Background: an optimization exercise with open tools, aiming at small area, a short achievable clock period and few clock cycles per item. Do not read the settings as production practice. Only the layout flow was run in this run; the RTL was not checked for function there. Power is estimated from default activity; no workload was simulated.

==> flow/design.v <==
module ofl_fec_rx (
    input  wire         clk,
    input  wire         rst,
    input  wire         in_valid,
    output wire         in_ready,
    input  wire [63:0]  in_data,
    output wire         out_valid,
    input  wire         out_ready,
    output reg  [63:0]  out_data,
    output reg          out_last,
    output reg          out_fec_fail,
    output reg          out_crc_ok,
    output reg  [2:0]   out_corr
);
  localparam integer R = 38;                  
  localparam [119:0] RED = {15'h3880, 15'h1c40, 15'h0e20, 15'h4710,
                            15'h1b08, 15'h3504, 15'h6202, 15'h7101};
  function automatic [7:0] gf_mul(input [7:0] a, input [7:0] b);
    reg [14:0] c;
    integer i, j;
    begin
      c = 15'd0;
      for (i = 0; i < 8; i = i + 1)
        for (j = 0; j < 8; j = j + 1)
          c[i+j] = c[i+j] ^ (a[i] & b[j]);
      for (j = 0; j < 8; j = j + 1)
        gf_mul[j] = ^(c & RED[15*j +: 15]);
    end
  endfunction
  function automatic [7:0] gf_sq(input [7:0] a);
    gf_sq = gf_mul(a, a);
  endfunction
  function automatic [3:0] m16(input [3:0] a, input [3:0] b);
    reg [3:0] p, x;
    integer i;
    begin
      p = 4'h0;
      x = a;
      for (i = 0; i < 4; i = i + 1) begin
        if (b[i]) p = p ^ x;
        x = {x[2:0], 1'b0} ^ (x[3] ? 4'h3 : 4'h0);
      end
      m16 = p;
    end
  endfunction
  function automatic [3:0] inv16(input [3:0] a);
    case (a)
      4'd0: inv16 = 4'd0;
      4'd1: inv16 = 4'd1;
      4'd2: inv16 = 4'd9;
      4'd3: inv16 = 4'd14;
      4'd4: inv16 = 4'd13;
      4'd5: inv16 = 4'd11;
      4'd6: inv16 = 4'd7;
      4'd7: inv16 = 4'd6;
      4'd8: inv16 = 4'd15;
      4'd9: inv16 = 4'd2;
      4'd10: inv16 = 4'd12;
      4'd11: inv16 = 4'd5;
      4'd12: inv16 = 4'd10;
      4'd13: inv16 = 4'd4;
      4'd14: inv16 = 4'd3;
      4'd15: inv16 = 4'd8;
      default: inv16 = 4'd0;
    endcase
  endfunction
  function automatic [7:0] gf_inv(input [7:0] a);
    reg [7:0] t, r;
    reg [3:0] d, di;
    begin
      t[0] = a[0] ^ a[1] ^ a[3] ^ a[5];
      t[1] = a[1] ^ a[4] ^ a[7];
      t[2] = a[7];
      t[3] = a[1] ^ a[6];
      t[4] = a[4] ^ a[7];
      t[5] = a[1] ^ a[3] ^ a[4];
      t[6] = a[2] ^ a[5] ^ a[6];
      t[7] = a[5];
      d  = m16(m16(t[7:4], t[7:4]), 4'd15) ^ m16(t[7:4], t[3:0]) ^ m16(t[3:0], t[3:0]);
      di = inv16(d);
      r  = {m16(t[7:4], di), m16(t[7:4] ^ t[3:0], di)};
      gf_inv[0] = r[0] ^ r[2] ^ r[4] ^ r[5] ^ r[7];
      gf_inv[1] = r[1] ^ r[4];
      gf_inv[2] = r[1] ^ r[3] ^ r[4] ^ r[6] ^ r[7];
      gf_inv[3] = r[1] ^ r[2] ^ r[5];
      gf_inv[4] = r[2] ^ r[4];
      gf_inv[5] = r[7];
      gf_inv[6] = r[1] ^ r[3] ^ r[4];
      gf_inv[7] = r[2];
    end
  endfunction
  localparam [7:0] AP1 = 8'h02, AP2 = 8'h04, AP3 = 8'h08, AP4 = 8'h10,
                   AP6 = 8'h40, AP9 = 8'h3a;
  localparam [7:0] AM1 = 8'h8e, AM2 = 8'h47, AM3 = 8'had, AM4 = 8'hd8,
                   AM6 = 8'h36;
  localparam [7:0] X0_CW1 = 8'h6b, X0SQ_CW1 = 8'hfc;
  reg [64*R-1:0] ring;
  reg [R-1:0]    vb;             
  wire [63:0] stl  = ring[64*(R-1) +: 64];
  reg  [5:0] g;
  reg  [5:0] count;        
  reg  [5:0] dr;
  reg        in_rdy;
  reg  [4:0] wbeat;        
  reg  [4:0] rbeat;        
  reg        cur_loaded;   
  reg  [2:0] eng_st;       
  reg        ov;
  reg        ob_fresh;     
  reg  [4:0] ob_beat;
  assign in_ready  = in_rdy;
  assign out_valid = ov;
  localparam [5:0] T0 = 36, T1 = 27, T2 = 18, T3 = 9;
  wire t0 = (dr == T0), t1 = (dr == T1), t2 = (dr == T2), t3 = (dr == T3);
  wire [63:0] tap = ({64{t0}} & ring[64*T0 +: 64]) | ({64{t1}} & ring[64*T1 +: 64]) |
                    ({64{t2}} & ring[64*T2 +: 64]) | ({64{t3}} & ring[64*T3 +: 64]);
  wire tap_vb = (t0 & vb[T0]) | (t1 & vb[T1]) | (t2 & vb[T2]) | (t3 & vb[T3]);
  wire empty  = (count == 6'd0);
  wire at_tap = !empty && (t0 | t1 | t2 | t3);
  wire rd_pre = at_tap && tap_vb && cur_loaded;
  wire hole   = at_tap && !tap_vb;
  wire wr     = in_valid & in_rdy;
  wire rd     = rd_pre && (!ov || out_ready);
  wire cons   = hole || rd;            
  wire last_rd = rd && (rbeat == 5'd31);
  wire [5:0] cnt_w  = empty ? 6'd1 : count + g + 6'd1;
  wire [5:0] g_inc  = (g == R - 1) ? 6'd0 : g + 6'd1;
  wire [5:0] dr_inc = (dr == R - 1) ? 6'd0 : dr + 6'd1;
  wire [5:0] c00 = count,          c01 = count - 6'd1;
  wire [5:0] c10 = cnt_w,          c11 = cnt_w - 6'd1;
  wire [5:0] d00 = dr_inc,         d01 = dr;
  wire [5:0] d10 = empty ? 6'd0 : dr_inc;
  wire [5:0] d11 = empty ? 6'd0 : dr;
  wire [6:0] s00 = {1'b0, c00} + {1'b0, g_inc};
  wire [6:0] s01 = {1'b0, c01} + {1'b0, g_inc};
  wire r00 = (c00 == 6'd0) || (s00 < R);
  wire r01 = (c01 == 6'd0) || (s01 < R);
  wire r10 = (c10 == 6'd0) || (c10 < R);
  wire r11 = (c11 == 6'd0) || (c11 < R);
  always @(posedge clk) begin
    ring <= {ring[64*(R-1)-1:0], wr ? in_data : stl};
    vb   <= {vb[R-2:0], wr | (vb[R-1] & ~in_rdy)};
  end
  always @(posedge clk) begin
    if (rst) begin
      g        <= 6'd0;
      count    <= 6'd0;
      dr       <= 6'd0;
      in_rdy   <= 1'b1;
      wbeat    <= 5'd0;
      rbeat    <= 5'd0;
    end else begin
      g <= wr ? 6'd0 : g_inc;
      case ({wr, cons})
        2'b00: begin count <= c00; dr <= d00; in_rdy <= r00; end
        2'b01: begin count <= c01; dr <= d01; in_rdy <= r01; end
        2'b10: begin count <= c10; dr <= d10; in_rdy <= r10; end
        default: begin count <= c11; dr <= d11; in_rdy <= r11; end
      endcase
      if (wr) wbeat <= wbeat + 5'd1;
      if (rd) rbeat <= rbeat + 5'd1;
    end
  end
  reg  [7:0] syn [0:11];         
  reg  [7:0] syn_new [0:11];     
  reg  [7:0] sb, l0, l1, l2;
  integer gj, gi;
  always @* begin
    for (gj = 0; gj < 3; gj = gj + 1) begin
      l0 = in_data[8*gj +: 8];
      l1 = in_data[8*(gj+3) +: 8];
      l2 = (gj < 2) ? in_data[8*(gj+6) +: 8] : 8'h00;
      for (gi = 0; gi < 4; gi = gi + 1) begin
        sb = (wbeat == 5'd0) ? 8'h00 : syn[4*gj+gi];
        if (gj < 2) begin
          case (gi)
            0: syn_new[4*gj+gi] = sb ^ l0 ^ l1 ^ l2;
            1: syn_new[4*gj+gi] = gf_mul(sb, AP3) ^ gf_mul(l0, AP2) ^ gf_mul(l1, AP1) ^ l2;
            2: syn_new[4*gj+gi] = gf_mul(sb, AP6) ^ gf_mul(l0, AP4) ^ gf_mul(l1, AP2) ^ l2;
            default: syn_new[4*gj+gi] = gf_mul(sb, AP9) ^ gf_mul(l0, AP6) ^ gf_mul(l1, AP3) ^ l2;
          endcase
        end else begin
          case (gi)
            0: syn_new[4*gj+gi] = sb ^ l0 ^ l1;
            1: syn_new[4*gj+gi] = gf_mul(sb, AP2) ^ gf_mul(l0, AP1) ^ l1;
            2: syn_new[4*gj+gi] = gf_mul(sb, AP4) ^ gf_mul(l0, AP2) ^ l1;
            default: syn_new[4*gj+gi] = gf_mul(sb, AP6) ^ gf_mul(l0, AP3) ^ l1;
          endcase
        end
      end
    end
  end
  reg [31:0] h0, h1, h2;
  wire fin = wr && (wbeat == 5'd31);
  integer ri;
  always @(posedge clk) begin
    if (wr)
      for (ri = 0; ri < 12; ri = ri + 1)
        syn[(ri + 4) % 12] <= syn_new[ri];
    if (fin) begin
      h0 <= {syn_new[7], syn_new[6], syn_new[5], syn_new[4]};
      h1 <= {syn_new[11], syn_new[10], syn_new[9], syn_new[8]};
      h2 <= {syn_new[3], syn_new[2], syn_new[1], syn_new[0]};
    end else begin
      h0 <= h1;
      h1 <= h2;
    end
  end
  wire [31:0] es = h0;
  wire [7:0] e_s0 = es[7:0], e_s1 = es[15:8], e_s2 = es[23:16], e_s3 = es[31:24];
  wire [7:0] e_m02  = gf_mul(e_s0, e_s2);
  wire [7:0] e_m13  = gf_mul(e_s1, e_s3);
  wire [7:0] e_mk   = gf_mul(e_s0 ^ e_s1, e_s2 ^ e_s3);
  wire [7:0] e_det  = gf_sq(e_s1) ^ e_m02;
  wire [7:0] e_num1 = e_mk ^ e_m02 ^ e_m13;
  wire [7:0] e_num2 = e_m13 ^ gf_sq(e_s2);
  wire       e_two  = (e_det != 8'h00);
  wire       e_nz   = (es != 32'd0);
  reg  [7:0] q_det, q_num1, q_num2, q_s0, q_s1;
  reg        q_two;
  reg  [1:0] q_ne;
  reg        q_bad;
  always @(posedge clk) begin
    q_det  <= e_det;
    q_num1 <= e_num1;
    q_num2 <= e_num2;
    q_s0   <= e_s0;
    q_s1   <= e_s1;
    q_two  <= e_two;
    q_ne   <= e_two ? 2'd2 : (e_nz ? 2'd1 : 2'd0);
    q_bad  <= e_two ? (e_num1 == 8'h00 || e_num2 == 8'h00)
                    : (e_nz && (e_s0 == 8'h00 || e_s1 == 8'h00 || e_num1 != 8'h00));
  end
  reg  [7:0] p_c2, p_c1, p_c0, p_p0, p_p1, p_iv, p_s0;
  reg  [1:0] p_ne;
  reg        p_bad;
  always @(posedge clk) begin
    p_c2  <= q_two ? gf_mul(q_det, X0SQ_CW1) : 8'h00;
    p_c1  <= gf_mul(q_two ? q_num1 : q_s0, X0_CW1);
    p_c0  <= q_two ? q_num2 : q_s1;
    p_p0  <= gf_mul(gf_mul(q_s0, q_det), X0_CW1);
    p_p1  <= gf_mul(q_s1, q_det);
    p_iv  <= gf_inv(q_num1);
    p_s0  <= q_s0;
    p_ne  <= q_ne;
    p_bad <= q_bad;
  end
  wire [7:0]  e_a   = gf_mul(p_p0, p_iv);
  wire [7:0]  e_b   = gf_mul(p_p1, p_iv) ^ p_s0;
  wire [42:0] e_res = {p_bad, p_ne, e_b, e_a, p_c0, p_c1, p_c2};
  reg [42:0] next0, next1;
  wire cur_free = !cur_loaded || last_rd;
  wire load = (eng_st == 3'd5) && cur_free;
  always @(posedge clk) begin
    if (eng_st == 3'd3) next0 <= e_res;
    if (eng_st == 3'd4) next1 <= e_res;
  end
  always @(posedge clk) begin
    if (rst) begin
      eng_st     <= 3'd0;
      cur_loaded <= 1'b0;
    end else begin
      case (eng_st)
        3'd0: if (fin) eng_st <= 3'd1;
        3'd1: eng_st <= 3'd2;
        3'd2: eng_st <= 3'd3;
        3'd3: eng_st <= 3'd4;
        3'd4: eng_st <= 3'd5;
        default: if (cur_free) eng_st <= 3'd0;
      endcase
      if (load) cur_loaded <= 1'b1;
      else if (last_rd) cur_loaded <= 1'b0;
    end
  end
  reg [7:0] ch_a2 [0:2];
  reg [7:0] ch_a1 [0:2];
  reg [7:0] ch_c0 [0:2];
  reg [7:0] ch_z  [0:2];
  reg [7:0] ch_b  [0:2];
  reg [1:0] ch_ne [0:2];
  reg       ch_bad[0:2];
  reg [1:0] ch_cnt[0:2];
  reg [63:0] corr;
  reg [1:0]  grp_roots [0:2];
  reg [7:0]  ev, vv;
  reg        fl;
  integer lk, lj, ls;
  always @* begin
    for (lj = 0; lj < 3; lj = lj + 1) grp_roots[lj] = 2'd0;
    for (lk = 0; lk < 8; lk = lk + 1) begin
      lj = lk % 3;
      ls = lk / 3;
      case (ls)
        0: begin
          ev = ch_a2[lj] ^ ch_a1[lj] ^ ch_c0[lj];
          vv = ch_z[lj] ^ ch_b[lj];
        end
        1: begin
          ev = gf_mul(ch_a2[lj], AM2) ^ gf_mul(ch_a1[lj], AM1) ^ ch_c0[lj];
          vv = gf_mul(ch_z[lj], AM1) ^ ch_b[lj];
        end
        default: begin
          ev = gf_mul(ch_a2[lj], AM4) ^ gf_mul(ch_a1[lj], AM2) ^ ch_c0[lj];
          vv = gf_mul(ch_z[lj], AM2) ^ ch_b[lj];
        end
      endcase
      fl = (ev == 8'h00) && (ch_ne[lj] != 2'd0);
      corr[8*lk +: 8] = fl ? vv : 8'h00;
      grp_roots[lj] = grp_roots[lj] + {1'b0, fl};
    end
  end
  reg       fail_now;
  reg [2:0] corr_sum;
  reg [2:0] tot;
  integer fj;
  always @* begin
    fail_now = 1'b0;
    corr_sum = 3'd0;
    for (fj = 0; fj < 3; fj = fj + 1) begin
      tot = {1'b0, ch_cnt[fj]} + {1'b0, grp_roots[fj]};
      if (ch_bad[fj] || tot != {1'b0, ch_ne[fj]})
        fail_now = 1'b1;
      corr_sum = corr_sum + {1'b0, ch_ne[fj]};
    end
  end
  integer cj;
  always @(posedge clk) begin
    if (load) begin
      ch_a2[0] <= gf_mul(next0[7:0], AP2);
      ch_a1[0] <= gf_mul(next0[15:8], AP1);
      ch_c0[0] <= next0[23:16];
      ch_z[0]  <= gf_mul(next0[31:24], AP1);
      {ch_bad[0], ch_ne[0], ch_b[0]} <= next0[42:32];
      {ch_bad[1], ch_ne[1], ch_b[1], ch_z[1], ch_c0[1], ch_a1[1], ch_a2[1]} <= next1;
      {ch_bad[2], ch_ne[2], ch_b[2], ch_z[2], ch_c0[2], ch_a1[2], ch_a2[2]} <= e_res;
      for (cj = 0; cj < 3; cj = cj + 1) ch_cnt[cj] <= 2'd0;
    end else if (rd) begin
      ch_a2[1] <= gf_mul(ch_a2[0], AM6);
      ch_a1[1] <= gf_mul(ch_a1[0], AM3);
      ch_z[1]  <= gf_mul(ch_z[0], AM3);
      ch_a2[2] <= gf_mul(ch_a2[1], AM6);
      ch_a1[2] <= gf_mul(ch_a1[1], AM3);
      ch_z[2]  <= gf_mul(ch_z[1], AM3);
      ch_a2[0] <= gf_mul(ch_a2[2], AM4);
      ch_a1[0] <= gf_mul(ch_a1[2], AM2);
      ch_z[0]  <= gf_mul(ch_z[2], AM2);
      for (cj = 0; cj < 3; cj = cj + 1) begin
        ch_c0[(cj+1)%3]  <= ch_c0[cj];
        ch_b[(cj+1)%3]   <= ch_b[cj];
        ch_ne[(cj+1)%3]  <= ch_ne[cj];
        ch_bad[(cj+1)%3] <= ch_bad[cj];
        ch_cnt[(cj+1)%3] <= ch_cnt[cj] + grp_roots[cj];
      end
    end
  end
  always @(posedge clk) begin
    if (rd) out_data <= tap ^ corr;
  end
  always @(posedge clk) begin
    if (rst) begin
      ov       <= 1'b0;
      out_last <= 1'b0;
      ob_fresh <= 1'b0;
    end else begin
      ov       <= rd || (ov && !out_ready);
      out_last <= rd ? (rbeat == 5'd31) : ((ov && !out_ready) ? out_last : 1'b0);
      ob_fresh <= rd;
    end
    if (rd) ob_beat <= rbeat;
    if (last_rd) begin
      out_fec_fail <= fail_now;
      out_corr     <= corr_sum;
    end
  end
  reg  [63:0] crc;
  wire [63:0] chunk = {out_data[7:0],   out_data[15:8],  out_data[23:16], out_data[31:24],
                       out_data[39:32], out_data[47:40], out_data[55:48], out_data[63:56]};
  wire [63:0] crc_x = crc ^ chunk;
  wire [63:0] crc_y;
  wire crc_t64 = crc_x[0] ^ crc_x[63];
  wire crc_t65 = crc_x[4] ^ crc_x[24];
  wire crc_t66 = crc_x[9] ^ crc_x[16];
  wire crc_t67 = crc_x[10] ^ crc_x[17];
  wire crc_t68 = crc_x[11] ^ crc_x[18];
  wire crc_t69 = crc_x[37] ^ crc_x[42];
  wire crc_t70 = crc_x[19] ^ crc_x[54];
  wire crc_t71 = crc_x[5] ^ crc_x[59];
  wire crc_t72 = crc_x[20] ^ crc_x[55];
  wire crc_t73 = crc_x[36] ^ crc_x[41];
  wire crc_t74 = crc_x[7] ^ crc_x[12];
  wire crc_t75 = crc_x[2] ^ crc_x[22];
  wire crc_t76 = crc_x[29] ^ crc_x[43];
  wire crc_t77 = crc_x[3] ^ crc_x[23];
  wire crc_t78 = crc_x[30] ^ crc_x[44];
  wire crc_t79 = crc_x[31] ^ crc_x[45];
  wire crc_t80 = crc_x[8] ^ crc_x[13];
  wire crc_t81 = crc_x[51] ^ crc_x[58];
  wire crc_t82 = crc_x[14] ^ crc_x[50];
  wire crc_t83 = crc_x[28] ^ crc_x[53];
  wire crc_t84 = crc_x[1] ^ crc_x[48];
  wire crc_t85 = crc_x[35] ^ crc_x[47];
  wire crc_t86 = crc_x[32] ^ crc_x[57];
  wire crc_t87 = crc_x[33] ^ crc_x[56];
  wire crc_t88 = crc_x[21] ^ crc_x[46];
  wire crc_t89 = crc_x[15] ^ crc_t67;
  wire crc_t90 = crc_x[34] ^ crc_x[49];
  wire crc_t91 = crc_x[6] ^ crc_x[39];
  wire crc_t92 = crc_x[38] ^ crc_x[40];
  wire crc_t93 = crc_x[52] ^ crc_t74;
  wire crc_t94 = crc_t66 ^ crc_t68;
  wire crc_t95 = crc_x[26] ^ crc_t64;
  wire crc_t96 = crc_x[27] ^ crc_t73;
  wire crc_t97 = crc_t70 ^ crc_t79;
  wire crc_t98 = crc_t65 ^ crc_t71;
  wire crc_t99 = crc_x[62] ^ crc_t72;
  wire crc_t100 = crc_t69 ^ crc_t75;
  wire crc_t101 = crc_t76 ^ crc_t77;
  wire crc_t102 = crc_t78 ^ crc_t81;
  wire crc_t103 = crc_x[25] ^ crc_t80;
  wire crc_t104 = crc_t82 ^ crc_t87;
  wire crc_t105 = crc_x[41] ^ crc_t83;
  wire crc_t106 = crc_t84 ^ crc_t92;
  wire crc_t107 = crc_x[12] ^ crc_t89;
  wire crc_t108 = crc_x[37] ^ crc_t88;
  wire crc_t109 = crc_t65 ^ crc_t91;
  wire crc_t110 = crc_x[16] ^ crc_t85;
  wire crc_t111 = crc_x[17] ^ crc_x[21];
  wire crc_t112 = crc_x[60] ^ crc_t75;
  wire crc_t113 = crc_x[34] ^ crc_t102;
  wire crc_t114 = crc_x[39] ^ crc_t86;
  wire crc_t115 = crc_x[22] ^ crc_x[25];
  wire crc_t116 = crc_x[57] ^ crc_t94;
  wire crc_t117 = crc_t69 ^ crc_t88;
  wire crc_t118 = crc_x[13] ^ crc_x[61];
  wire crc_t119 = crc_x[58] ^ crc_t76;
  wire crc_t120 = crc_x[19] ^ crc_x[48];
  wire crc_t121 = crc_x[38] ^ crc_x[51];
  wire crc_t122 = crc_x[14] ^ crc_t95;
  wire crc_t123 = crc_x[27] ^ crc_x[35];
  wire crc_t124 = crc_x[15] ^ crc_x[59];
  wire crc_t125 = crc_x[40] ^ crc_x[60];
  wire crc_t126 = crc_x[46] ^ crc_t100;
  wire crc_t127 = crc_x[63] ^ crc_t86;
  wire crc_t128 = crc_x[1] ^ crc_x[50];
  wire crc_t129 = crc_x[2] ^ crc_x[7];
  wire crc_t130 = crc_x[52] ^ crc_t66;
  wire crc_t131 = crc_x[20] ^ crc_t90;
  wire crc_t132 = crc_x[28] ^ crc_t96;
  wire crc_t133 = crc_x[4] ^ crc_t71;
  wire crc_t134 = crc_t68 ^ crc_t78;
  wire crc_t135 = crc_x[8] ^ crc_t101;
  wire crc_t136 = crc_x[18] ^ crc_x[56];
  wire crc_t137 = crc_x[6] ^ crc_t84;
  wire crc_t138 = crc_x[34] ^ crc_x[54];
  wire crc_t139 = crc_x[32] ^ crc_x[48];
  wire crc_t140 = crc_t87 ^ crc_t93;
  wire crc_t141 = crc_x[53] ^ crc_t64;
  wire crc_t142 = crc_x[45] ^ crc_t80;
  wire crc_t143 = crc_x[44] ^ crc_t98;
  wire crc_t144 = crc_x[56] ^ crc_t67;
  wire crc_t145 = crc_x[33] ^ crc_t93;
  wire crc_t146 = crc_x[19] ^ crc_t90;
  wire crc_t147 = crc_t81 ^ crc_t103;
  wire crc_t148 = crc_x[3] ^ crc_t70;
  wire crc_t149 = crc_x[5] ^ crc_x[47];
  wire crc_t150 = crc_x[7] ^ crc_t82;
  wire crc_t151 = crc_x[15] ^ crc_x[30];
  wire crc_t152 = crc_x[26] ^ crc_x[49];
  wire crc_t153 = crc_t73 ^ crc_t74;
  wire crc_t154 = crc_x[21] ^ crc_x[31];
  wire crc_t155 = crc_x[61] ^ crc_t77;
  wire crc_t156 = crc_x[1] ^ crc_x[29];
  wire crc_t157 = crc_t97 ^ crc_t124;
  wire crc_t158 = crc_x[32] ^ crc_t99;
  wire crc_t159 = crc_x[0] ^ crc_t104;
  wire crc_t160 = crc_x[24] ^ crc_t97;
  wire crc_t161 = crc_x[43] ^ crc_t114;
  wire crc_t162 = crc_x[42] ^ crc_t85;
  wire crc_t163 = crc_x[9] ^ crc_x[35];
  wire crc_t164 = crc_x[11] ^ crc_t74;
  wire crc_t165 = crc_x[17] ^ crc_t81;
  wire crc_t166 = crc_t69 ^ crc_t72;
  wire crc_t167 = crc_x[38] ^ crc_x[59];
  wire crc_t168 = crc_t65 ^ crc_t105;
  wire crc_t169 = crc_x[16] ^ crc_t89;
  wire crc_t170 = crc_t109 ^ crc_t132;
  wire crc_t171 = crc_x[25] ^ crc_t110;
  wire crc_t172 = crc_t79 ^ crc_t121;
  wire crc_t173 = crc_t109 ^ crc_t120;
  wire crc_t174 = crc_x[18] ^ crc_t112;
  wire crc_t175 = crc_t92 ^ crc_t113;
  wire crc_t176 = crc_t105 ^ crc_t123;
  wire crc_t177 = crc_x[33] ^ crc_t125;
  wire crc_t178 = crc_x[35] ^ crc_x[42];
  wire crc_t179 = crc_x[23] ^ crc_x[30];
  wire crc_t180 = crc_t76 ^ crc_t83;
  wire crc_t181 = crc_x[31] ^ crc_t70;
  wire crc_t182 = crc_x[46] ^ crc_t118;
  wire crc_t183 = crc_x[47] ^ crc_t133;
  wire crc_t184 = crc_x[49] ^ crc_t101;
  wire crc_t185 = crc_x[3] ^ crc_t78;
  wire crc_t186 = crc_x[8] ^ crc_x[47];
  wire crc_t187 = crc_x[18] ^ crc_x[51];
  wire crc_t188 = crc_x[52] ^ crc_t99;
  wire crc_t189 = crc_x[53] ^ crc_t82;
  wire crc_t190 = crc_x[55] ^ crc_t80;
  wire crc_t191 = crc_t95 ^ crc_t128;
  wire crc_t192 = crc_x[14] ^ crc_t83;
  wire crc_t193 = crc_x[27] ^ crc_t66;
  wire crc_t194 = crc_x[39] ^ crc_x[55];
  wire crc_t195 = crc_t85 ^ crc_t91;
  wire crc_t196 = crc_x[10] ^ crc_t162;
  wire crc_t197 = crc_x[20] ^ crc_x[62];
  wire crc_t198 = crc_x[37] ^ crc_x[45];
  wire crc_t199 = crc_x[58] ^ crc_t83;
  wire crc_t200 = crc_t93 ^ crc_t144;
  wire crc_t201 = crc_t90 ^ crc_t106;
  wire crc_t202 = crc_x[51] ^ crc_t70;
  wire crc_t203 = crc_x[23] ^ crc_t116;
  wire crc_t204 = crc_x[24] ^ crc_x[40];
  wire crc_t205 = crc_x[36] ^ crc_t163;
  wire crc_t206 = crc_x[4] ^ crc_t108;
  wire crc_t207 = crc_t72 ^ crc_t84;
  wire crc_t208 = crc_x[38] ^ crc_t78;
  wire crc_t209 = crc_t107 ^ crc_t136;
  wire crc_t210 = crc_x[40] ^ crc_x[52];
  wire crc_t211 = crc_x[5] ^ crc_x[44];
  wire crc_t212 = crc_x[6] ^ crc_t95;
  wire crc_t213 = crc_x[60] ^ crc_t146;
  wire crc_t214 = crc_t82 ^ crc_t117;
  wire crc_t215 = crc_t129 ^ crc_t130;
  wire crc_t216 = crc_t147 ^ crc_t168;
  wire crc_t217 = crc_x[1] ^ crc_t64;
  wire crc_t218 = crc_t75 ^ crc_t169;
  wire crc_t219 = crc_t108 ^ crc_t119;
  wire crc_t220 = crc_t118 ^ crc_t148;
  wire crc_t221 = crc_x[6] ^ crc_x[28];
  wire crc_t222 = crc_x[29] ^ crc_t77;
  wire crc_t223 = crc_t99 ^ crc_t100;
  wire crc_t224 = crc_t106 ^ crc_t111;
  wire crc_t225 = crc_x[5] ^ crc_t151;
  wire crc_t226 = crc_x[63] ^ crc_t135;
  wire crc_t227 = crc_t152 ^ crc_t173;
  wire crc_t228 = crc_t153 ^ crc_t172;
  wire crc_t229 = crc_x[20] ^ crc_t176;
  wire crc_t230 = crc_t71 ^ crc_t122;
  wire crc_t231 = crc_t114 ^ crc_t154;
  wire crc_t232 = crc_t155 ^ crc_t175;
  wire crc_t233 = crc_x[22] ^ crc_t156;
  wire crc_t234 = crc_x[32] ^ crc_x[52];
  wire crc_t235 = crc_x[58] ^ crc_t170;
  wire crc_t236 = crc_x[7] ^ crc_x[34];
  wire crc_t237 = crc_x[16] ^ crc_t98;
  wire crc_t238 = crc_x[25] ^ crc_t158;
  wire crc_t239 = crc_x[61] ^ crc_t73;
  wire crc_t240 = crc_t126 ^ crc_t179;
  wire crc_t241 = crc_x[17] ^ crc_t181;
  wire crc_t242 = crc_t83 ^ crc_t102;
  wire crc_t243 = crc_t183 ^ crc_t184;
  wire crc_t244 = crc_x[29] ^ crc_t89;
  wire crc_t245 = crc_x[60] ^ crc_t79;
  wire crc_t246 = crc_t98 ^ crc_t127;
  wire crc_t247 = crc_t138 ^ crc_t187;
  wire crc_t248 = crc_t186 ^ crc_t188;
  wire crc_t249 = crc_x[26] ^ crc_t139;
  wire crc_t250 = crc_x[28] ^ crc_x[38];
  wire crc_t251 = crc_x[61] ^ crc_t69;
  wire crc_t252 = crc_t68 ^ crc_t79;
  wire crc_t253 = crc_t71 ^ crc_t251;
  wire crc_t254 = crc_x[37] ^ crc_t119;
  wire crc_t255 = crc_t124 ^ crc_t140;
  wire crc_t256 = crc_x[3] ^ crc_t112;
  wire crc_t257 = crc_x[42] ^ crc_t127;
  wire crc_t258 = crc_t71 ^ crc_t192;
  wire crc_t259 = crc_x[33] ^ crc_x[50];
  wire crc_t260 = crc_x[57] ^ crc_t103;
  wire crc_t261 = crc_t141 ^ crc_t160;
  wire crc_t262 = crc_x[7] ^ crc_x[13];
  wire crc_t263 = crc_x[43] ^ crc_t134;
  wire crc_t264 = crc_x[49] ^ crc_t100;
  wire crc_t265 = crc_x[56] ^ crc_t111;
  wire crc_t266 = crc_t125 ^ crc_t195;
  wire crc_t267 = crc_t262 ^ crc_t265;
  wire crc_t268 = crc_x[21] ^ crc_t72;
  wire crc_t269 = crc_x[44] ^ crc_t106;
  wire crc_t270 = crc_t97 ^ crc_t104;
  wire crc_t271 = crc_t135 ^ crc_t269;
  wire crc_t272 = crc_t174 ^ crc_t270;
  wire crc_t273 = crc_x[9] ^ crc_t88;
  wire crc_t274 = crc_t142 ^ crc_t161;
  wire crc_t275 = crc_x[34] ^ crc_x[43];
  wire crc_t276 = crc_x[57] ^ crc_x[58];
  wire crc_t277 = crc_x[63] ^ crc_t197;
  wire crc_t278 = crc_t77 ^ crc_t275;
  wire crc_t279 = crc_t104 ^ crc_t115;
  wire crc_t280 = crc_t143 ^ crc_t196;
  wire crc_t281 = crc_x[0] ^ crc_x[36];
  wire crc_t282 = crc_x[11] ^ crc_t130;
  wire crc_t283 = crc_t120 ^ crc_t149;
  wire crc_t284 = crc_x[49] ^ crc_t94;
  wire crc_t285 = crc_t81 ^ crc_t107;
  wire crc_t286 = crc_x[8] ^ crc_t134;
  wire crc_t287 = crc_x[45] ^ crc_x[54];
  wire crc_t288 = crc_t107 ^ crc_t122;
  wire crc_t289 = crc_t199 ^ crc_t287;
  wire crc_t290 = crc_x[55] ^ crc_t94;
  wire crc_t291 = crc_t76 ^ crc_t96;
  wire crc_t292 = crc_x[50] ^ crc_t95;
  wire crc_t293 = crc_x[5] ^ crc_x[10];
  wire crc_t294 = crc_x[46] ^ crc_x[60];
  wire crc_t295 = crc_t89 ^ crc_t202;
  wire crc_t296 = crc_t123 ^ crc_t294;
  wire crc_t297 = crc_x[61] ^ crc_t96;
  wire crc_t298 = crc_t144 ^ crc_t164;
  wire crc_t299 = crc_x[18] ^ crc_t131;
  wire crc_t300 = crc_x[23] ^ crc_t85;
  wire crc_t301 = crc_x[26] ^ crc_t117;
  wire crc_t302 = crc_t137 ^ crc_t145;
  wire crc_t303 = crc_t157 ^ crc_t301;
  wire crc_t304 = crc_t165 ^ crc_t300;
  wire crc_t305 = crc_t299 ^ crc_t302;
  wire crc_t306 = crc_x[4] ^ crc_t132;
  wire crc_t307 = crc_x[43] ^ crc_t166;
  wire crc_t308 = crc_x[47] ^ crc_t115;
  wire crc_t309 = crc_t139 ^ crc_t306;
  wire crc_t310 = crc_t137 ^ crc_t143;
  wire crc_t311 = crc_x[14] ^ crc_x[36];
  wire crc_t312 = crc_t79 ^ crc_t126;
  wire crc_t313 = crc_t91 ^ crc_t165;
  wire crc_t314 = crc_x[13] ^ crc_x[25];
  wire crc_t315 = crc_t87 ^ crc_t314;
  wire crc_t316 = crc_t116 ^ crc_t178;
  wire crc_t317 = crc_x[36] ^ crc_t64;
  wire crc_t318 = crc_x[57] ^ crc_t98;
  wire crc_t319 = crc_t72 ^ crc_t121;
  wire crc_t320 = crc_x[8] ^ crc_x[39];
  wire crc_t321 = crc_t68 ^ crc_t90;
  wire crc_t322 = crc_t77 ^ crc_t96;
  wire crc_t323 = crc_x[15] ^ crc_x[53];
  wire crc_t324 = crc_t111 ^ crc_t145;
  wire crc_t325 = crc_t72 ^ crc_t91;
  wire crc_t326 = crc_t73 ^ crc_t129;
  wire crc_t327 = crc_t64 ^ crc_t67;
  wire crc_t328 = crc_t96 ^ crc_t108;
  wire crc_t329 = crc_t68 ^ crc_t110;
  wire crc_t330 = crc_t86 ^ crc_t205;
  wire crc_t331 = crc_x[10] ^ crc_x[11];
  assign crc_y[0] = crc_x[35] ^ crc_t167 ^ crc_t212 ^ crc_t213 ^ crc_t214 ^ crc_t215 ^ crc_t216;
  assign crc_y[1] = crc_t131 ^ crc_t149 ^ crc_t170 ^ crc_t217 ^ crc_t218 ^ crc_t219 ^ crc_t220;
  assign crc_y[2] = crc_t133 ^ crc_t134 ^ crc_t150 ^ crc_t171 ^ crc_t221 ^ crc_t222 ^ crc_t223 ^ crc_t224;
  assign crc_y[3] = crc_t111 ^ crc_t112 ^ crc_t136 ^ crc_t225 ^ crc_t226 ^ crc_t227 ^ crc_t228;
  assign crc_y[4] = crc_t174 ^ crc_t229 ^ crc_t230 ^ crc_t231 ^ crc_t232;
  assign crc_y[5] = crc_x[21] ^ crc_x[62] ^ crc_t155 ^ crc_t157 ^ crc_t177 ^ crc_t178 ^ crc_t233 ^ crc_t234 ^ crc_t235;
  assign crc_y[6] = crc_x[63] ^ crc_t177 ^ crc_t180 ^ crc_t236 ^ crc_t237 ^ crc_t238 ^ crc_t239 ^ crc_t240;
  assign crc_y[7] = crc_x[62] ^ crc_t159 ^ crc_t182 ^ crc_t215 ^ crc_t241 ^ crc_t242 ^ crc_t243;
  assign crc_y[8] = crc_t137 ^ crc_t185 ^ crc_t189 ^ crc_t244 ^ crc_t245 ^ crc_t246 ^ crc_t247 ^ crc_t248;
  assign crc_y[9] = crc_x[24] ^ crc_x[41] ^ crc_t138 ^ crc_t151 ^ crc_t159 ^ crc_t190 ^ crc_t249 ^ crc_t250 ^ crc_t252 ^ crc_t253;
  assign crc_y[10] = crc_x[2] ^ crc_x[27] ^ crc_x[62] ^ crc_t168 ^ crc_t190 ^ crc_t191 ^ crc_t231 ^ crc_t254 ^ crc_t255;
  assign crc_y[11] = crc_x[54] ^ crc_t87 ^ crc_t103 ^ crc_t156 ^ crc_t175 ^ crc_t193 ^ crc_t256 ^ crc_t257 ^ crc_t258;
  assign crc_y[12] = crc_x[7] ^ crc_x[30] ^ crc_x[61] ^ crc_t117 ^ crc_t121 ^ crc_t169 ^ crc_t184 ^ crc_t194 ^ crc_t259 ^ crc_t260 ^ crc_t261;
  assign crc_y[13] = crc_x[59] ^ crc_t105 ^ crc_t158 ^ crc_t181 ^ crc_t217 ^ crc_t263 ^ crc_t264 ^ crc_t266 ^ crc_t267;
  assign crc_y[14] = crc_x[61] ^ crc_t153 ^ crc_t257 ^ crc_t268 ^ crc_t271 ^ crc_t272;
  assign crc_y[15] = crc_x[15] ^ crc_x[41] ^ crc_t65 ^ crc_t87 ^ crc_t102 ^ crc_t146 ^ crc_t155 ^ crc_t223 ^ crc_t273 ^ crc_t274;
  assign crc_y[16] = crc_t79 ^ crc_t88 ^ crc_t92 ^ crc_t130 ^ crc_t276 ^ crc_t277 ^ crc_t278 ^ crc_t279 ^ crc_t280;
  assign crc_y[17] = crc_x[23] ^ crc_x[44] ^ crc_t89 ^ crc_t150 ^ crc_t250 ^ crc_t264 ^ crc_t274 ^ crc_t281 ^ crc_t282 ^ crc_t283;
  assign crc_y[18] = crc_x[20] ^ crc_x[24] ^ crc_x[33] ^ crc_x[46] ^ crc_t91 ^ crc_t189 ^ crc_t198 ^ crc_t271 ^ crc_t284 ^ crc_t285;
  assign crc_y[19] = crc_t69 ^ crc_t266 ^ crc_t286 ^ crc_t288 ^ crc_t289;
  assign crc_y[20] = crc_t74 ^ crc_t106 ^ crc_t157 ^ crc_t182 ^ crc_t290 ^ crc_t291;
  assign crc_y[21] = crc_x[9] ^ crc_x[21] ^ crc_x[53] ^ crc_t85 ^ crc_t109 ^ crc_t113 ^ crc_t167 ^ crc_t200 ^ crc_t238 ^ crc_t292;
  assign crc_y[22] = crc_t97 ^ crc_t116 ^ crc_t126 ^ crc_t159 ^ crc_t201 ^ crc_t235 ^ crc_t293;
  assign crc_y[23] = crc_x[1] ^ crc_x[53] ^ crc_t65 ^ crc_t80 ^ crc_t101 ^ crc_t114 ^ crc_t125 ^ crc_t149 ^ crc_t268 ^ crc_t282 ^ crc_t288;
  assign crc_y[24] = crc_x[22] ^ crc_x[28] ^ crc_t140 ^ crc_t201 ^ crc_t253 ^ crc_t286 ^ crc_t292 ^ crc_t295 ^ crc_t296;
  assign crc_y[25] = crc_x[2] ^ crc_x[12] ^ crc_t80 ^ crc_t128 ^ crc_t172 ^ crc_t180 ^ crc_t188 ^ crc_t195 ^ crc_t203 ^ crc_t213 ^ crc_t297;
  assign crc_y[26] = crc_x[2] ^ crc_x[29] ^ crc_x[39] ^ crc_t139 ^ crc_t200 ^ crc_t204 ^ crc_t205 ^ crc_t214 ^ crc_t220 ^ crc_t242 ^ crc_t277;
  assign crc_y[27] = crc_x[26] ^ crc_x[40] ^ crc_x[46] ^ crc_t99 ^ crc_t116 ^ crc_t119 ^ crc_t151 ^ crc_t160 ^ crc_t196 ^ crc_t221 ^ crc_t236 ^ crc_t256 ^ crc_t259 ^ crc_t281;
  assign crc_y[28] = crc_x[19] ^ crc_x[31] ^ crc_x[32] ^ crc_x[59] ^ crc_t113 ^ crc_t171 ^ crc_t206 ^ crc_t207 ^ crc_t226 ^ crc_t297 ^ crc_t298;
  assign crc_y[29] = crc_x[6] ^ crc_x[16] ^ crc_x[17] ^ crc_x[46] ^ crc_t86 ^ crc_t113 ^ crc_t141 ^ crc_t153 ^ crc_t197 ^ crc_t252 ^ crc_t279 ^ crc_t283;
  assign crc_y[30] = crc_t80 ^ crc_t127 ^ crc_t303 ^ crc_t304 ^ crc_t305;
  assign crc_y[31] = crc_x[33] ^ crc_t187 ^ crc_t212 ^ crc_t307 ^ crc_t308 ^ crc_t309;
  assign crc_y[32] = crc_x[2] ^ crc_x[23] ^ crc_x[41] ^ crc_t66 ^ crc_t76 ^ crc_t104 ^ crc_t141 ^ crc_t147 ^ crc_t296 ^ crc_t310;
  assign crc_y[33] = crc_x[5] ^ crc_t89 ^ crc_t110 ^ crc_t128 ^ crc_t141 ^ crc_t142 ^ crc_t148 ^ crc_t206 ^ crc_t208 ^ crc_t239 ^ crc_t276;
  assign crc_y[34] = crc_x[38] ^ crc_x[54] ^ crc_t84 ^ crc_t94 ^ crc_t99 ^ crc_t183 ^ crc_t311 ^ crc_t312 ^ crc_t313;
  assign crc_y[35] = crc_x[0] ^ crc_x[5] ^ crc_x[40] ^ crc_t66 ^ crc_t82 ^ crc_t162 ^ crc_t194 ^ crc_t209 ^ crc_t216 ^ crc_t249 ^ crc_t278;
  assign crc_y[36] = crc_x[14] ^ crc_t152 ^ crc_t210 ^ crc_t291 ^ crc_t295 ^ crc_t310 ^ crc_t315 ^ crc_t316;
  assign crc_y[37] = crc_t107 ^ crc_t123 ^ crc_t142 ^ crc_t263 ^ crc_t273 ^ crc_t317 ^ crc_t318 ^ crc_t319;
  assign crc_y[38] = crc_x[53] ^ crc_x[56] ^ crc_t75 ^ crc_t191 ^ crc_t228 ^ crc_t280 ^ crc_t320 ^ crc_t321;
  assign crc_y[39] = crc_x[21] ^ crc_t122 ^ crc_t161 ^ crc_t164 ^ crc_t201 ^ crc_t237 ^ crc_t289 ^ crc_t322;
  assign crc_y[40] = crc_x[34] ^ crc_t92 ^ crc_t122 ^ crc_t193 ^ crc_t194 ^ crc_t202 ^ crc_t211 ^ crc_t233 ^ crc_t323 ^ crc_t324;
  assign crc_y[41] = crc_x[1] ^ crc_t136 ^ crc_t138 ^ crc_t142 ^ crc_t176 ^ crc_t179 ^ crc_t210 ^ crc_t218 ^ crc_t325;
  assign crc_y[42] = crc_x[55] ^ crc_x[56] ^ crc_t88 ^ crc_t192 ^ crc_t204 ^ crc_t222 ^ crc_t241 ^ crc_t316 ^ crc_t326;
  assign crc_y[43] = crc_x[30] ^ crc_t65 ^ crc_t73 ^ crc_t86 ^ crc_t115 ^ crc_t119 ^ crc_t148 ^ crc_t166 ^ crc_t186 ^ crc_t209;
  assign crc_y[44] = crc_x[26] ^ crc_x[58] ^ crc_t120 ^ crc_t133 ^ crc_t154 ^ crc_t203 ^ crc_t208 ^ crc_t307 ^ crc_t315;
  assign crc_y[45] = crc_x[4] ^ crc_x[50] ^ crc_x[51] ^ crc_t64 ^ crc_t66 ^ crc_t103 ^ crc_t161 ^ crc_t200 ^ crc_t211 ^ crc_t229 ^ crc_t312;
  assign crc_y[46] = crc_t70 ^ crc_t86 ^ crc_t101 ^ crc_t128 ^ crc_t143 ^ crc_t171 ^ crc_t177 ^ crc_t198 ^ crc_t321 ^ crc_t326 ^ crc_t327;
  assign crc_y[47] = crc_x[45] ^ crc_t118 ^ crc_t185 ^ crc_t207 ^ crc_t258 ^ crc_t284 ^ crc_t317 ^ crc_t324;
  assign crc_y[48] = crc_x[6] ^ crc_x[62] ^ crc_t80 ^ crc_t90 ^ crc_t97 ^ crc_t112 ^ crc_t156 ^ crc_t189 ^ crc_t206 ^ crc_t209;
  assign crc_y[49] = crc_t70 ^ crc_t75 ^ crc_t77 ^ crc_t85 ^ crc_t94 ^ crc_t127 ^ crc_t150 ^ crc_t182 ^ crc_t225 ^ crc_t319;
  assign crc_y[50] = crc_x[16] ^ crc_t77 ^ crc_t87 ^ crc_t154 ^ crc_t173 ^ crc_t248 ^ crc_t285 ^ crc_t311;
  assign crc_y[51] = crc_x[37] ^ crc_x[48] ^ crc_t94 ^ crc_t115 ^ crc_t131 ^ crc_t210 ^ crc_t246 ^ crc_t267 ^ crc_t323;
  assign crc_y[52] = crc_x[9] ^ crc_x[13] ^ crc_x[23] ^ crc_x[28] ^ crc_t126 ^ crc_t145 ^ crc_t247 ^ crc_t318 ^ crc_t327;
  assign crc_y[53] = crc_x[10] ^ crc_x[28] ^ crc_x[41] ^ crc_x[51] ^ crc_t117 ^ crc_t129 ^ crc_t191 ^ crc_t243 ^ crc_t290;
  assign crc_y[54] = crc_x[13] ^ crc_t84 ^ crc_t85 ^ crc_t90 ^ crc_t105 ^ crc_t115 ^ crc_t185 ^ crc_t193 ^ crc_t219 ^ crc_t230 ^ crc_t298;
  assign crc_y[55] = crc_t84 ^ crc_t93 ^ crc_t113 ^ crc_t203 ^ crc_t244 ^ crc_t261 ^ crc_t308 ^ crc_t328;
  assign crc_y[56] = crc_x[12] ^ crc_t67 ^ crc_t103 ^ crc_t152 ^ crc_t160 ^ crc_t167 ^ crc_t199 ^ crc_t207 ^ crc_t234 ^ crc_t240 ^ crc_t329;
  assign crc_y[57] = crc_x[31] ^ crc_t64 ^ crc_t135 ^ crc_t138 ^ crc_t140 ^ crc_t166 ^ crc_t309 ^ crc_t313 ^ crc_t329;
  assign crc_y[58] = crc_x[18] ^ crc_t69 ^ crc_t78 ^ crc_t98 ^ crc_t140 ^ crc_t146 ^ crc_t180 ^ crc_t190 ^ crc_t224 ^ crc_t330;
  assign crc_y[59] = crc_x[53] ^ crc_t73 ^ crc_t91 ^ crc_t131 ^ crc_t163 ^ crc_t208 ^ crc_t254 ^ crc_t260 ^ crc_t272 ^ crc_t293;
  assign crc_y[60] = crc_t150 ^ crc_t232 ^ crc_t303 ^ crc_t325 ^ crc_t330 ^ crc_t331;
  assign crc_y[61] = crc_x[22] ^ crc_x[43] ^ crc_t65 ^ crc_t81 ^ crc_t92 ^ crc_t110 ^ crc_t158 ^ crc_t245 ^ crc_t255 ^ crc_t320 ^ crc_t328 ^ crc_t331;
  assign crc_y[62] = crc_x[36] ^ crc_x[40] ^ crc_x[61] ^ crc_t75 ^ crc_t86 ^ crc_t159 ^ crc_t164 ^ crc_t211 ^ crc_t227 ^ crc_t304;
  assign crc_y[63] = crc_x[15] ^ crc_x[50] ^ crc_x[57] ^ crc_x[62] ^ crc_t71 ^ crc_t147 ^ crc_t198 ^ crc_t204 ^ crc_t305 ^ crc_t322;
  always @(posedge clk) begin
    if (rst || (ob_fresh && ob_beat == 5'd31))
      crc <= 64'hFFFF_FFFF_FFFF_FFFF;
    else if (ob_fresh)
      crc <= crc_y;
    if (ob_fresh) begin
      if (ob_beat == 5'd30)
        out_crc_ok <= (crc == (64'h2D062787539E5AD0 ^ {chunk[63:32], 32'd0}));
    end
  end
endmodule
==> flow/flow/run.sh <==
#!/bin/bash
# The standard layout, with ORFS's timing repair aiming at a setup slack
# of SETUP_SLACK_MARGIN (period 22 - margin) and port buffers of a chosen cell.
set -e
export SETUP_SLACK_MARGIN=16
export BUFFER_PORTS_ARGS="-buffer_cell sky130_fd_sc_hd__buf_2"
bash standard.sh > standard.log 2>&1
==> flow/standard.sh <==
#!/bin/bash
# synth_recipe.tcl (not shown) runs the flow's synth.tcl, then flattens the netlist and writes it again
# the make line also repeats each setting of config.mk as NAME=value (left out here)
make -C /OpenROAD-flow-scripts/flow DESIGN_CONFIG=/design/flow/config.mk WORK_HOME=/design/flow/orfs CLKGATE_MAP_FILE= SYNTH_SCRIPT=/design/flow/synth_recipe.tcl "${@:-finish}"
==> flow/config.mk <==
export PLATFORM = sky130hd
export DESIGN_NAME = ofl_fec_rx
export DESIGN_NICKNAME = ofl_fec_rx
export VERILOG_FILES = /design/flow/design.v
export SDC_FILE = /design/flow/constraint.sdc
export NUM_CORES = 8
export LEC_CHECK = 0
export CAP_MARGIN = 20
export CORE_MARGIN = 2
export CORE_UTILIZATION = 65
export CTS_BUF_LIST = sky130_fd_sc_hd__clkbuf_8 sky130_fd_sc_hd__clkbuf_16
export CTS_CLUSTER_DIAMETER = 60
export CTS_CLUSTER_SIZE = 30
export PLACE_DENSITY = 0.75
export SLEW_MARGIN = 20
==> flow/constraint.sdc <==
create_clock -name core_clock -period 22.0 [get_ports {clk}]
set_input_delay 4.4000 -clock core_clock [delete_from_list [all_inputs] [get_ports {clk}]]
set_output_delay 4.4000 -clock core_clock [all_outputs]
set_load 0.01 [all_outputs]
==> results.ini <==
[outcome]
status=complete, no violations

[die]
die-width_um=398
core_area_sq_um=154000
floorplan.initialDensity_pct=65.5
die-area_sq_um=159000
ioPinCount=140
fp.dieH_um=398
row_count=144

[cells_and_area]
final_net_count=8370
synthToLayoutAreaGrowth_pct=8.82
layout-drive-gt1-share_pct=7.62
final_std_cell_area_no_fill_sq_um=110000

[logic_synthesis]
synthArstFlopShare_pct=0
post_synth_num_cell_types=79
yosys-top-cells-area=sky130_fd_sc_hd__dfxtp_1 (54%), sky130_fd_sc_hd__xnor2_1 (15%), sky130_fd_sc_hd__edfxtp_1 (12%)
ys_warn_count=12
syn_area_per_cell_sq_um=12.5
postSynthNetCount=8238
yosysTopAreaCell=sky130_fd_sc_hd__dfxtp_1
synthFlopType=sky130_fd_sc_hd__dfxtp_1
synthesis.area_sq_um=101000
synth_seq_cells=3160
post-synth-top-area-fraction_pct=54.4
netlist_instances=8103
synth.yosys.seq_area_share_pct=66.8
number_of_flops_mapped_to_enable_cells_by_yosys=417

[worst_setup_path]
path_max_fanout=2
critical_path_class=reg -> out
cp-end-kind=output port
worst_ep_arrival_time_ps=1600
cpMaxStageDelayCell=sky130_fd_sc_hd__edfxtp_1
cpPeakStageDelay_ps=570
critical_path.startpoint_type=flop
crit_buf_inv=1
timing.critical_path.max_delay_family=flip-flops
required_time_worst_endpoint_ps=17600
path_cells=buf_2

[timing]
timing.hold.ws_ps=272
fmax_ghz=0.167
setup_viol_count_final=0
final.period_utilization_pct=27.3
maxSlewHeadroom_pct=14.6
timing_hold_violations_final=0
setup_repair_after_global_routing_missed_its_margin=true
post-route-min-period_ps=6000
fin_worst_skew_ps=85.4
drv_slew=0
tns_ps=0
tightest_slew_ps=1280

[global_routing]
gr-total-overflow=0
grt_pass1_wl_um=374000
largest_net_degree_at_the_start_of_global_routing=80
grt_usage_pct=32.4
first_global_vias=55400
antenna_found_initial=12

[clocking]
h_tree_level_count=4
cts_sinks=3160
clock_tree_from_tritoncts=yes
clock-root-buffer=sky130_fd_sc_hd__clkbuf_16
cts_inserted_buffers=153
clock_pin_slew_of_the_registers_on_the_worst_case_setup_and_hold_paths_ps=110
clock_tree.buffer_depth=3
insertion_delay_ps=850

[detailed_routing]
vias_per_cell=5.36
drc_errors=0
met2_length_um=118000
drt_first_pass_iters=8
number_of_nets_with_antenna_violations_after_detailed_routing=0
wirelength_met1_um=110000
drt-total-wl_um=257000
detail_route.iter0.violations=5097
routed-wl-met3_um=15500
wl_per_cell_um=24.8
num_vias=55600
top_layer_used=met5

[power]
power_per_cell_area_nw_per_um2=93.4
irDropWorstVdd_mv=0.0916
leakage_nw=42.1

[place]
detailedPlacementHpwl_um=176000
gpl.final_weighted_congestion=1.01
numPortBuffers=139
placed_cell_area_sq_um=104000

[job]
max-cap-violations=0

[hold_path]
hp-class=reg -> reg

==> Yosys cell counts (all sizes together) (5+ instances only) <==
master and n:
a22o 66, o211ai 6, nor2b 13, edfxtp 417
nor4 26, buf 59, a21o 12, dfxtp 2743
fa 10, xor2 547, o22ai 5, and2 6
xnor3 18, nand2b 16, or3 8, xnor2 1777
nor3 27, mux2i 27, nor3b 5, nor4bb 9
nor2 281, nand2 1235, nand3b 15, nand3 26
or2 6, inv 55, a31oi 5, a211oi 8
mux2 26, ha 57, a21oi 78, and3 9
a221oi 69, nand4 12, a21boi 5, clkbuf 247
nor4b 5, o21ai 112
==> placed cells by master, fill, tap and decap left out, drive strengths merged, types with 26 or more instances in the layout <==
master / count
dfxtp: 2743
xnor2: 1777
nand2: 1236
xor2: 547
edfxtp: 417
nor2: 281
buf: 278
clkbuf: 158
o21ai: 112
inv: 102
a21oi: 78
a221oi: 69
a22o: 66
ha: 57
clkinv: 34
mux2i: 27
nor3: 27
nor4: 26
mux2: 26
nand3: 26
==> layout make-up <==
class | instances | area, sq um
flip-flops and latches | 3160 | 67400
fillers | 10400 | 44300
repair buffers | 279 | 1810
multi-input cells | 4583 | 32700
repair inverters | 3 | 26.3
clock inverters | 82 | 1250
well taps | 2044 | 2560
clock buffers | 157 | 3890
diodes | 2 | 5.00
inverters | 55 | 241
==> power breakdown <==
group | total [W] | internal, W | switching (W)
Combinational | 0.000543 | 0.000224 | 0.000320
Clock | 0.00335 | 0.00141 | 0.00194
Sequential | 0.00638 | 0.00623 | 0.000149
Total | 0.0103 | 0.00786 | 0.00241
==> metrics by stage <==
step	power, W	utilization [%]	setup WS (ps)	cells
after global placement	0.00700	67.6	14050	10100
after floorplan	0.00683	-	15810	8103
after CTS	0.0103	71.1	15940	10400
after detailed placement	0.00702	67.7	13870	10100
final	0.0103	71.3	16000	10400
after global routing	0.0106	71.2	15940	10400
==> path summary, 6_finish.rpt <==
check,start,endpoint,slack (ps),cells after the start
max,out_data[51]$_DFFE_PP_,out_data[51],16000,1
min,q_ne[1]$_SDFF_PN1_,p_ne[1]$_DFF_P_,270,0
max reg2reg,q_num1[3]$_DFF_P_,p_iv[3]$_DFF_P_,16220,22
min reg2reg,q_ne[1]$_SDFF_PN1_,p_ne[1]$_DFF_P_,270,0
==> cells by family (layout without fill, tap and decap cells) <==
kind of cell | Yosys count | count (layout) | share of synthesized area [%]
AO/OA/AOI/OAI | 404 | 404 | 2.73
XOR/XNOR | 2346 | 2346 | 20.7
adder cells (fa/ha/maj) | 67 | 67 | 0.904
buffers and inverters | 361 | 576 | 1.39
flip-flops | 3160 | 3160 | 66.8
multiplexers | 53 | 53 | 0.558
other | 0 | 2 | 0
AND/OR/NAND/NOR | 1712 | 1713 | 6.91
==> state kept, by name, indices dropped and copies added (netlist names), 24 cells and up <==
register	cells
ch_b	24
h2	32
ch_a1	24
ch_a2	24
ch_c0	24
vb	38
next1	43
h1	32
crc	64
ch_z	24
out_data	64
ring	2432
next0	43
syn	96
h0	32
==> what timing repair did <==
| item | 4_1_cts | 5_1_grt |
|---|---|---|
| hold buffers | 0 | 0 |
| gates cloned | 4 | 0 |
| pin swaps | 1 | 1 |
| gates resized for setup | 26 | 11 |
| endpoints found under the setup margin | 368 | 10 |
| buffers inserted | 12 | 10 |
| hold endpoints to repair | 0 | 0 |
==> per-layer routing <==
layer / vias to the layer above / track usage, %
met4: 10 / 15.0
met3: 495 / 4.19
met1: 27200 / 44.4
met2: 2009 / 51.5
met5: - / 0
li1: 25900 / -

[what the ideal ports hide]
How much do the figures lean on ideal ports? The routed layout below was timed once more, with nothing changed but the port constraints. Step 1 (the two cells are an assumption about what drives the block):
set clk [get_ports {clk}]
set_driving_cell -lib_cell sky130_fd_sc_hd__clkbuf_16 $clk
set_driving_cell -lib_cell sky130_fd_sc_hd__buf_2 [delete_from_list [all_inputs] $clk]
Step 2, shift: input delay + t, output delay - t, t = (earliest + latest rising clock arrival at the registers) / 2. This alone moves slack from input paths to output paths. a / b / c = ideal ports / drivers / drivers and shift; a / b = the first two.
shift t [ns]: 0.894
slack for setup (ns): 16.001 / 15.916 / 15.219
hold slack, ns: 0.272 / 0.272 / 0.272
cell pins on the clock port's net: 1
After both steps this run still meets setup and hold. The setup slack of this run moves by -0.085 ns with the drivers and by -0.782 ns with both steps.
